Source: an optimization exercise on an open RTL-to-GDS flow (aim: small area, a short achievable clock period and few clock cycles). Production flows keep margins and buffers that such runs may drop.
Where RTL was checked, it was by simulation tests only, not by an equivalence proof against the original.
Power and IR drop assume default switching activity.

== job 101 ==
==> flow/design.v (excerpt) <==
module hyb_encoder (
    input  wire        clk,
    input  wire        rst,
    input  wire [19:0] cfg_knee0,        
    input  wire [19:0] cfg_knee1,        
    input  wire [19:0] cfg_knee2,        
    input  wire [2:0]  cfg_log2_s,       
    input  wire [25:0] cfg_period_ns,    
    input  wire [4:0]  cfg_width,        
    input  wire        cfg_dither_en,    
    input  wire        cfg_colour_rot,   
    input  wire [1:0]  cfg_fc,           
    input  wire        in_valid,
    output reg         in_ready,
    input  wire [19:0] in_p,
    input  wire [3:0]  in_trim,          
    input  wire [1:0]  in_colour,
    input  wire        in_x0,            
    input  wire        in_y0,            
    output reg         out_valid,
    output reg  [7:0]  out_a,
    output reg  [16:0] out_h,
    output reg  [9:0]  lad_addr,         
    input  wire [19:0] lad_rdata
);
    localparam [2:0] S_IDLE   = 3'd0,    
                     S_SEARCH = 3'd1,    
                     S_DEC    = 3'd2,    
                     S_FETCH  = 3'd3,    
                     S_WAIT   = 3'd4,    
                     S_ZERO   = 3'd5;    
    wire [2:0] k_req = (cfg_log2_s == 3'd7) ? 3'd6 : cfg_log2_s;
    reg  [2:0] k_use;
    integer jx;
    always @(*) begin
        k_use = 3'd0;
        for (jx = 1; jx <= 6; jx = jx + 1)
            if (jx <= k_req && {6'd0, cfg_period_ns} >= (32'd130208 << jx))
                k_use = jx[2:0];
    end
    reg [2:0] k_r;
    reg [4:0] width_r;
    reg [1:0] fc_r;
    reg       rot_r, dith_r;
    always @(posedge clk) begin
        k_r     <= k_use;
        width_r <= (cfg_width > 5'd16) ? 5'd16 : cfg_width;
        fc_r    <= cfg_fc;
        rot_r   <= cfg_colour_rot;
        dith_r  <= cfg_dither_en;
    end
    reg [2:0]  st;
    reg        fetch_r;       
    reg        fast_r;        
    reg [4:0]  s;             
    reg [19:0] p_r;
    reg [17:0] k_r2;          
    reg [3:0]  trim_r;
    reg [1:0]  col_r;
    reg        x0_r, y0_r;
  ...
export LEC_CHECK = 0
export CAP_MARGIN = 20
export CORE_MARGIN = 2
export CORE_UTILIZATION = 40
export SLEW_MARGIN = 20
create_clock -name core_clock -period 10.0 [get_ports {clk}]
standard.sh (not shown) runs the stock make flow with config.mk's settings and CLKGATE_MAP_FILE= SYNTH_SCRIPT=/design/flow/synth_recipe.tcl, a recipe that flattens the netlist after the stock synthesis.
==> flow/flow/run.sh <==
#!/bin/bash
set -euo pipefail
export SETUP_SLACK_MARGIN=7
bash standard.sh > flow_make.log 2>&1
Input-level comparison between job 105 and job 101:
==> flow/flow/run.sh <==
#!/bin/bash
set -euo pipefail
export SETUP_SLACK_MARGIN=6.5
export BUFFER_PORTS_ARGS="-buffer_cell sky130_fd_sc_hd__buf_4"
bash standard.sh > flow_make.log 2>&1
Results
Diff job 101 -> job 105: non-clock buffer count went down 72, net switching component of the power now smaller, overall power consumption shrank by 21 µW, wire length on met3 decreased about 5%, fraction of area in multi-input gates went up by 1.3 points.
Taking job 101 as the reference point, the final cell count of job 105 falls by about 2.8%.
Summary of job 105 over job 101: sequential cell fraction of total power now sits higher; last weighted congestion value of the routability-driven placer now sits lower; areal power density over the cells now sits higher.
Compared with job 101, storage element area in job 105 decreased slightly.
The run showing the greater wire length of the first global-routing pass is job 101.
Looking at most common cell after layout, fill and taps aside, the nand2_1 result is from job 101; the buf_4 one comes from job 105.
No functional check of the RTL was part of any run of this note.

* * *

hyb_encoder, a different RTL version from the one above (not shown whole).
Size: roughly 1,600 cells after synthesis, roughly 190 I/O pins.
==> flow/config.mk <==
export PLATFORM = sky130hd
export DESIGN_NAME = hyb_encoder
export DESIGN_NICKNAME = hyb_encoder
export VERILOG_FILES = /design/flow/design.v
export SDC_FILE = /design/flow/constraint.sdc
export NUM_CORES = 4
export LEC_CHECK = 0
export CAP_MARGIN = 20
export CORE_MARGIN = 2
export CORE_UTILIZATION = 40
export SLEW_MARGIN = 20
==> flow/constraint.sdc <==
create_clock -name core_clock -period 10.0 [get_ports {clk}]
set_input_delay 2.0000 -clock core_clock [delete_from_list [all_inputs] [get_ports {clk}]]
set_output_delay 2.0000 -clock core_clock [all_outputs]
set_load 0.01 [all_outputs]
==> flow/flow/run.sh <==
#!/bin/bash
set -euo pipefail
export SETUP_SLACK_MARGIN=6.0
export BUFFER_PORTS_ARGS="-buffer_cell sky130_fd_sc_hd__buf_4"
bash standard.sh > flow_make.log 2>&1
The starting point finished clean.
Testbench counts at the start, summed over its fixed seeds: cycles 71,260.
Then changed:
--- a/flow/flow/run.sh
+++ b/flow/flow/run.sh
@@ -3 +3 @@
-export SETUP_SLACK_MARGIN=6.0
+export SETUP_SLACK_MARGIN=6.5
Effect: The changed run completed with no timing, DRC or antenna violations; final area goes up by a few percent; sequential share of layout area goes down by 2.3 points; utilization goes up by 3.3 points; wire length goes up by roughly a tenth; global-route usage goes up by 2.5 points; setup slack is better by 0.010 ns; hold slack is about the same; register-to-register slack is better by 0.14 ns.

* * *

main:
Another version of the RTL of hyb_encoder (not shown whole).
Size: ~260 flip-flops, roughly 190 I/O pins, ~0.016 sq mm of cells after synthesis.
// hyb_encoder
module hyb_encoder (
    input  wire        clk,
    input  wire        rst,
    input  wire [19:0] cfg_knee0,        
    input  wire [19:0] cfg_knee1,        
    input  wire [19:0] cfg_knee2,        
    input  wire [2:0]  cfg_log2_s,       
    input  wire [25:0] cfg_period_ns,    
    input  wire [4:0]  cfg_width,        
    input  wire        cfg_dither_en,    
    input  wire        cfg_colour_rot,   
    input  wire [1:0]  cfg_fc,           
    input  wire        in_valid,
    output reg         in_ready,
    input  wire [19:0] in_p,
    input  wire [3:0]  in_trim,          
    input  wire [1:0]  in_colour,
    input  wire        in_x0,            
    input  wire        in_y0,            
    output reg         out_valid,
    output reg  [7:0]  out_a,
    output reg  [16:0] out_h,
    output reg  [9:0]  lad_addr,         
    input  wire [19:0] lad_rdata
);
    localparam [2:0] S_IDLE   = 3'd0,    
                     S_SEARCH = 3'd1,    
                     S_DEC    = 3'd2,    
                     S_FETCH  = 3'd3,    
                     S_WAIT   = 3'd4,    
                     S_ZERO   = 3'd5;    
    wire [2:0] k_req = (cfg_log2_s == 3'd7) ? 3'd6 : cfg_log2_s;
    reg  [2:0] k_use;
    integer jx;
    always @(*) begin
        k_use = 3'd0;
        for (jx = 1; jx <= 6; jx = jx + 1)
  ...
==> flow/config.mk <==
export PLATFORM = sky130hd
export DESIGN_NAME = hyb_encoder
export DESIGN_NICKNAME = hyb_encoder
export VERILOG_FILES = /design/flow/design.v
export SDC_FILE = /design/flow/constraint.sdc
export NUM_CORES = 4
export LEC_CHECK = 0
export CAP_MARGIN = 20
export CORE_MARGIN = 2
export CORE_UTILIZATION = 60
export SLEW_MARGIN = 20
==> flow/constraint.sdc <==
create_clock -name core_clock -period 10.0 [get_ports {clk}]
set_input_delay 2.0000 -clock core_clock [delete_from_list [all_inputs] [get_ports {clk}]]
set_output_delay 2.0000 -clock core_clock [all_outputs]
set_load 0.01 [all_outputs]
==> flow/flow/run.sh <==
#!/bin/bash
set -euo pipefail
export SETUP_SLACK_MARGIN=6.5
export BUFFER_PORTS_ARGS="-buffer_cell sky130_fd_sc_hd__buf_4"
bash standard.sh > flow_make.log 2>&1
Testbench counts of main, summed over its fixed seeds: cycles 73,378.
#### Input delta (the feature branch over main)
Settings: a change of CORE_UTILIZATION from 60 to 40.
- The feature branch closes out successfully: all stages finished, all timing, DRC and antenna checks passed.
- The run showing the smaller first-pass GRT wire length is main.
- According to the power report, total power for the feature branch is lower than for main.
- Diff the feature branch..main | critical path buffer and inverter count | unchanged
- Critical path depth: the feature branch vs main identical
- Looking at share of the final layout cell area in sequential cells, the feature branch sits below main.
- Summary of the feature branch over main: data-path buffer share of cell area in the final layout barely changed; final critical path time including I/O delays and setup dropped 0.017 ns.

* * *

hyb_encoder, a different RTL version from the one above (not shown whole).
For scale: ~250 flip-flops, about 190 I/O pins, roughly 0.016 mm^2 of cells after synthesis.
==> flow/config.mk <==
export PLATFORM = sky130hd
export DESIGN_NAME = hyb_encoder
export DESIGN_NICKNAME = hyb_encoder
export VERILOG_FILES = /design/flow/design.v
export SDC_FILE = /design/flow/constraint.sdc
export NUM_CORES = 4
export LEC_CHECK = 0
export CAP_MARGIN = 20
export CORE_MARGIN = 2
export CORE_UTILIZATION = 40
export SLEW_MARGIN = 20
==> flow/constraint.sdc <==
create_clock -name core_clock -period 10.0 [get_ports {clk}]
set_input_delay 2.0000 -clock core_clock [delete_from_list [all_inputs] [get_ports {clk}]]
set_output_delay 2.0000 -clock core_clock [all_outputs]
set_load 0.01 [all_outputs]
==> flow/flow/run.sh <==
#!/bin/bash
set -euo pipefail
export SETUP_SLACK_MARGIN=7.5
export BUFFER_PORTS_ARGS="-buffer_cell sky130_fd_sc_hd__buf_4"
bash standard.sh > flow_make.log 2>&1
Edit:
--- a/flow/flow/run.sh
+++ b/flow/flow/run.sh
@@ -3 +3 @@
-export SETUP_SLACK_MARGIN=7.5
+export SETUP_SLACK_MARGIN=6.0
What happened:
- core utilization drops by 6.5 points
- maximum frequency fell by a few percent
- die area does not change
- area after synthesis does not change
- total power drops by a few percent
- routed wire length came out lower by roughly a tenth
Edit:
--- a/flow/flow/run.sh
+++ b/flow/flow/run.sh
@@ -3 +3 @@
-export SETUP_SLACK_MARGIN=6.0
+export SETUP_SLACK_MARGIN=6.5
The new run produced a clean layout.
Clock power came out higher by about 7%.
Maximum frequency grows by 2.6%.
Worst setup slack gets better by 99 ps.
Routed wire length increases by 4.7%.
Combinational power is higher by about 6%.
Flip-flop and latch count stays the same.
Total power rose by 3.4%.
Synthesized area is unchanged.
Function was not checked in any run of this note: the RTL went through the layout flow alone.

* * *

hyb_encoder, a different RTL version from the one above (not shown whole).
Size: roughly 2,000 cells after synthesis.
Settings: LEC_CHECK=0, CAP_MARGIN=20, CORE_MARGIN=2, CORE_UTILIZATION=40, SLEW_MARGIN=20; clock period 10.0 ns.
==> flow/flow/run.sh <==
#!/bin/bash
set -euo pipefail
export SETUP_SLACK_MARGIN=5
export BUFFER_PORTS_ARGS="-buffer_cell sky130_fd_sc_hd__buf_4"
bash standard.sh > flow_make.log 2>&1
Next try:
==> flow/run.sh (new file) <==
#!/bin/bash
# synth_recipe.tcl (not shown) runs the flow's synth.tcl, then flattens the netlist and writes it again
# the make line also repeats each setting of config.mk as NAME=value (left out here)
make -C /OpenROAD-flow-scripts/flow DESIGN_CONFIG=/design/flow/config.mk WORK_HOME=/design/flow/orfs CLKGATE_MAP_FILE= SYNTH_SCRIPT=/design/flow/synth_recipe.tcl finish
--- a/flow/config.mk
+++ b/flow/config.mk
@@ -10,0 +11 @@
+export SETUP_SLACK_MARGIN = 5
removed: flow/flow/run.sh
removed: flow/standard.sh
What happened: Power is higher by 5.2%. Cell area is higher by 2.5%. Count of clock-buffer cells in the layout is higher by 1. Worst hold slack is about the same. Core utilization is higher by 1.3 points. Maximum frequency is higher by 0.32%. Sequential cell count does not change. Critical path depth is higher by 2. Worst setup slack is better by 0.020 ns. Cell count is higher by 0.45%. Die area does not change.
No run of this note included a check of the RTL's function; only the layout flow was run.

* * *

hyb_encoder, a different RTL version from the one above (not shown whole).
For scale: roughly 2,800 cells after synthesis, about 440 flip-flops, roughly 190 I/O pins, roughly 27,000 um2 of cells after synthesis.
==> flow/config.mk <==
export PLATFORM = sky130hd
export DESIGN_NAME = hyb_encoder
export DESIGN_NICKNAME = hyb_encoder
export VERILOG_FILES = /design/flow/design.v
export SDC_FILE = /design/flow/constraint.sdc
export NUM_CORES = 4
export LEC_CHECK = 0
export CAP_MARGIN = 20
export CORE_MARGIN = 2
export CORE_UTILIZATION = 40
export SETUP_SLACK_MARGIN = 5
export SLEW_MARGIN = 20
==> flow/constraint.sdc <==
create_clock -name core_clock -period 10.0 [get_ports {clk}]
set_input_delay 2.0000 -clock core_clock [delete_from_list [all_inputs] [get_ports {clk}]]
set_output_delay 2.0000 -clock core_clock [all_outputs]
set_load 0.01 [all_outputs]
run.sh (not shown) runs the stock make flow with config.mk's settings and CLKGATE_MAP_FILE= SYNTH_SCRIPT=/design/flow/synth_recipe.tcl, a recipe that flattens the netlist after the stock synthesis.
Stock flow here: none of the scripts above is used.
Testbench counts at the start, summed over its fixed seeds: cycles 42,441.
Next try:
==> flow/flow/run.sh (new file) <==
#!/bin/bash
set -euo pipefail
export SETUP_SLACK_MARGIN=6.5
bash standard.sh > flow_make.log 2>&1
==> flow/standard.sh (new file) <==
#!/bin/bash
# synth_recipe.tcl (not shown) runs the flow's synth.tcl, then flattens the netlist and writes it again
# the make line also repeats each setting of config.mk as NAME=value (left out here)
make -C /OpenROAD-flow-scripts/flow DESIGN_CONFIG=/design/flow/config.mk WORK_HOME=/design/flow/orfs CLKGATE_MAP_FILE= SYNTH_SCRIPT=/design/flow/synth_recipe.tcl "${@:-finish}"
SETUP_SLACK_MARGIN = not set   (was 5)
removed: flow/run.sh
The changed run went through all stages and came out clean.
Wire length climbs by 8.9%.
Via count climbs by 5.1%.
Die area is unchanged.
Sequential power climbs by about 2%.
Area after synthesis is unchanged.
Global-route usage climbs by 1.5 points.
Maximum frequency climbs by 15%.
Clock power climbs by about 3%.
Sequential share of layout area drops by 3.6 points.

* * *

Another version of the RTL of hyb_encoder (not shown whole).
For scale: ~1600 cells after synthesis, ~240 flip-flops, ~190 I/O pins.
export LEC_CHECK = 0
export CAP_MARGIN = 20
export CORE_MARGIN = 2
export CORE_UTILIZATION = 40
export SLEW_MARGIN = 20
create_clock -name core_clock -period 10.0 [get_ports {clk}]
standard.sh (not shown) runs the stock make flow with config.mk's settings and CLKGATE_MAP_FILE= SYNTH_SCRIPT=/design/flow/synth_recipe.tcl, a recipe that flattens the netlist after the stock synthesis.
==> flow/flow/run.sh <==
#!/bin/bash
set -euo pipefail
export SETUP_SLACK_MARGIN=6.5
export BUFFER_PORTS_ARGS="-buffer_cell sky130_fd_sc_hd__buf_4"
bash standard.sh > flow_make.log 2>&1
The starting point finished with timing, DRC and antenna clean.
Testbench counts at the start, summed over its fixed seeds: cycles 71,260.
Then changed:
==> flow/flow/run.sh (replaced) <==
#!/bin/bash
set -euo pipefail
export SETUP_SLACK_MARGIN=5.5
export BUFFER_PORTS_ARGS="-buffer_cell sky130_fd_sc_hd__buf_4"
bash standard.sh > flow_make.log 2>&1
What happened: Design area went down by 6.0%; count of clock-buffer cells in the layout climbs by 1; via count goes down by 3.8%; worst setup slack loses 0.54 ns; maximum frequency falls by 12%; non-clock buffer count shrinks by 53; first-iteration DRC count fell by 15%; global-route usage came out lower by 0.11 points; synthesized cell count does not change; sequential cell count stays the same; hold slack gains 0.0035 ns.
Then changed:
==> flow/flow/run.sh (replaced) <==
#!/bin/bash
set -euo pipefail
export SETUP_SLACK_MARGIN=6.0
export BUFFER_PORTS_ARGS="-buffer_cell sky130_fd_sc_hd__buf_4"
bash standard.sh > flow_make.log 2>&1
Result: The changed run produced a clean layout. Register-to-register slack improves by 0.04 ns. Final cell count came out higher slightly. Non-clock buffer count came out higher by 16. Routed wire length came out higher by a few percent.

* * *

## AL
Another version of the RTL of hyb_encoder (not shown whole).
Size in the first run: ~2800 cells after synthesis, ~360 flip-flops, roughly 190 I/O pins, about 25000 sq um of cells after synthesis.
export LEC_CHECK = 0
export ABC_CLOCK_PERIOD_IN_PS = 3500
export CAP_MARGIN = 20
export CORE_MARGIN = 2
export CORE_UTILIZATION = 40
export SETUP_SLACK_MARGIN = 5
export SLEW_MARGIN = 20
create_clock -name core_clock -period 10.0 [get_ports {clk}]
run.sh (not shown) runs the stock make flow with config.mk's settings and CLKGATE_MAP_FILE= SYNTH_SCRIPT=/design/flow/synth_recipe.tcl, a recipe that flattens the netlist after the stock synthesis.
Stock flow here: none of the scripts above is used.
AL reached the final stage; the timing, design-rule and antenna checks on its layout passed.
Inputs modified between AL and PW:
Settings: SETUP_SLACK_MARGIN removed (was 5); ABC_CLOCK_PERIOD_IN_PS removed (was 3500).
## What came out
Sort AL and PW by proportion of cell area occupied by registers, ascending, and AL comes first.
In PW, slack of the worst reg-to-reg path is lower than in AL.
Delta (PW minus AL): worst-case setup margin in the final layout shows a reduction of 2.10 ns, non-clock buffer count in the final layout has decreased, clock power share picked up an extra 4.0 points.
On number of instances in the placed design, AL and PW are neck and neck.
Compared with AL, in PW weighted congestion at the end of routability-driven global placement decreased by 2.7% relative to the old numbers; overall power fell 710 uW; met2 wire length moved down; global-route wire length before repair has decreased.
Of the two values seen for termination of the worst setup path, d_k[19] was produced by AL and dv_rem[19] by PW.
PW ended up with a lower cell area after layout than AL did.
No functional check of the RTL was part of any run of this note.

-- afterwards: timing with drivers on the ports --
The results above use ideal ports. As a check the final layouts listed here were re-extracted and re-timed, cells and wires unchanged.
Step 1, drivers: a clkbuf_16 drives clk and a buf_2 each remaining input, both assumed.
Step 2 also shifts input and output timing later by t, the mid clock arrival at the registers, as if the neighbouring blocks saw the same clock.
Three values: no drivers, after step 1, after step 2; two values: the first two.
run | t, ns | setup WS [ns] | worst hold slack (ns) | worst setup path at the end
job 101 | 0.597 | 5.970 / 5.970 / 5.691 | 0.418 / 0.418 / 0.418 | input to register
job 105 | 0.613 | 6.022 / 6.022 / 5.615 | 0.417 / 0.417 / 0.417 | input to register
the first run of note 2 | 0.625 | 5.990 / 6.001 / 5.376 | 0.419 / 0.419 / 0.419 | input to register
the second run of note 2 | 0.631 | 6.000 / 6.019 / 5.388 | 0.419 / 0.419 / 0.419 | input to register
main | 0.607 | 5.992 / 6.005 / 5.398 | 0.418 / 0.418 / 0.418 | input to register
the feature branch | 0.621 | 6.009 / 6.021 / 5.399 | 0.417 / 0.417 / 0.417 | input to register
the first run of note 4 | 0.627 | 6.172 / 6.178 / 5.551 | 0.416 / 0.416 / 0.416 | input to register
the second run of note 4 | 0.623 | 6.051 / 6.083 / 5.460 | 0.417 / 0.417 / 0.417 | input to register
the third run of note 4 | 0.620 | 6.150 / 6.177 / 5.557 | 0.417 / 0.417 / 0.417 | input to register
the first run of note 5 | 0.662 | 3.548 / 3.505 / 3.505 | 0.417 / 0.417 / 0.417 | input to output
the second run of note 5 | 0.661 | 3.568 / 3.510 / 3.510 | 0.420 / 0.420 / 0.420 | input to output
the first run of note 6 | 0.655 | 5.119 / 5.132 / 4.476 | 0.325 / 0.325 / 0.325 | input to register
the second run of note 6 | 0.658 | 5.768 / 5.760 / 5.102 | 0.323 / 0.323 / 0.323 | input to register
the first run of note 7 | 0.605 | 6.080 / 6.089 / 5.485 | 0.415 / 0.415 / 0.415 | input to register
the second run of note 7 | 0.611 | 5.537 / 5.563 / 4.953 | 0.418 / 0.418 / 0.418 | input to register
the third run of note 7 | 0.613 | 5.980 / 5.998 / 5.384 | 0.417 / 0.417 / 0.417 | input to register
AL | 0.609 | 4.540 / 4.540 / 4.303 | 0.323 / 0.323 / 0.323 | input to register
PW | 0.623 | 2.440 / 2.440 / 2.440 | 0.320 / 0.320 / 0.320 | register to register
After both steps every run listed still meets setup and hold. For the second run of note 6, which loses most, drivers alone change the setup slack by -0.008 ns; drivers and shift together by -0.666 ns.
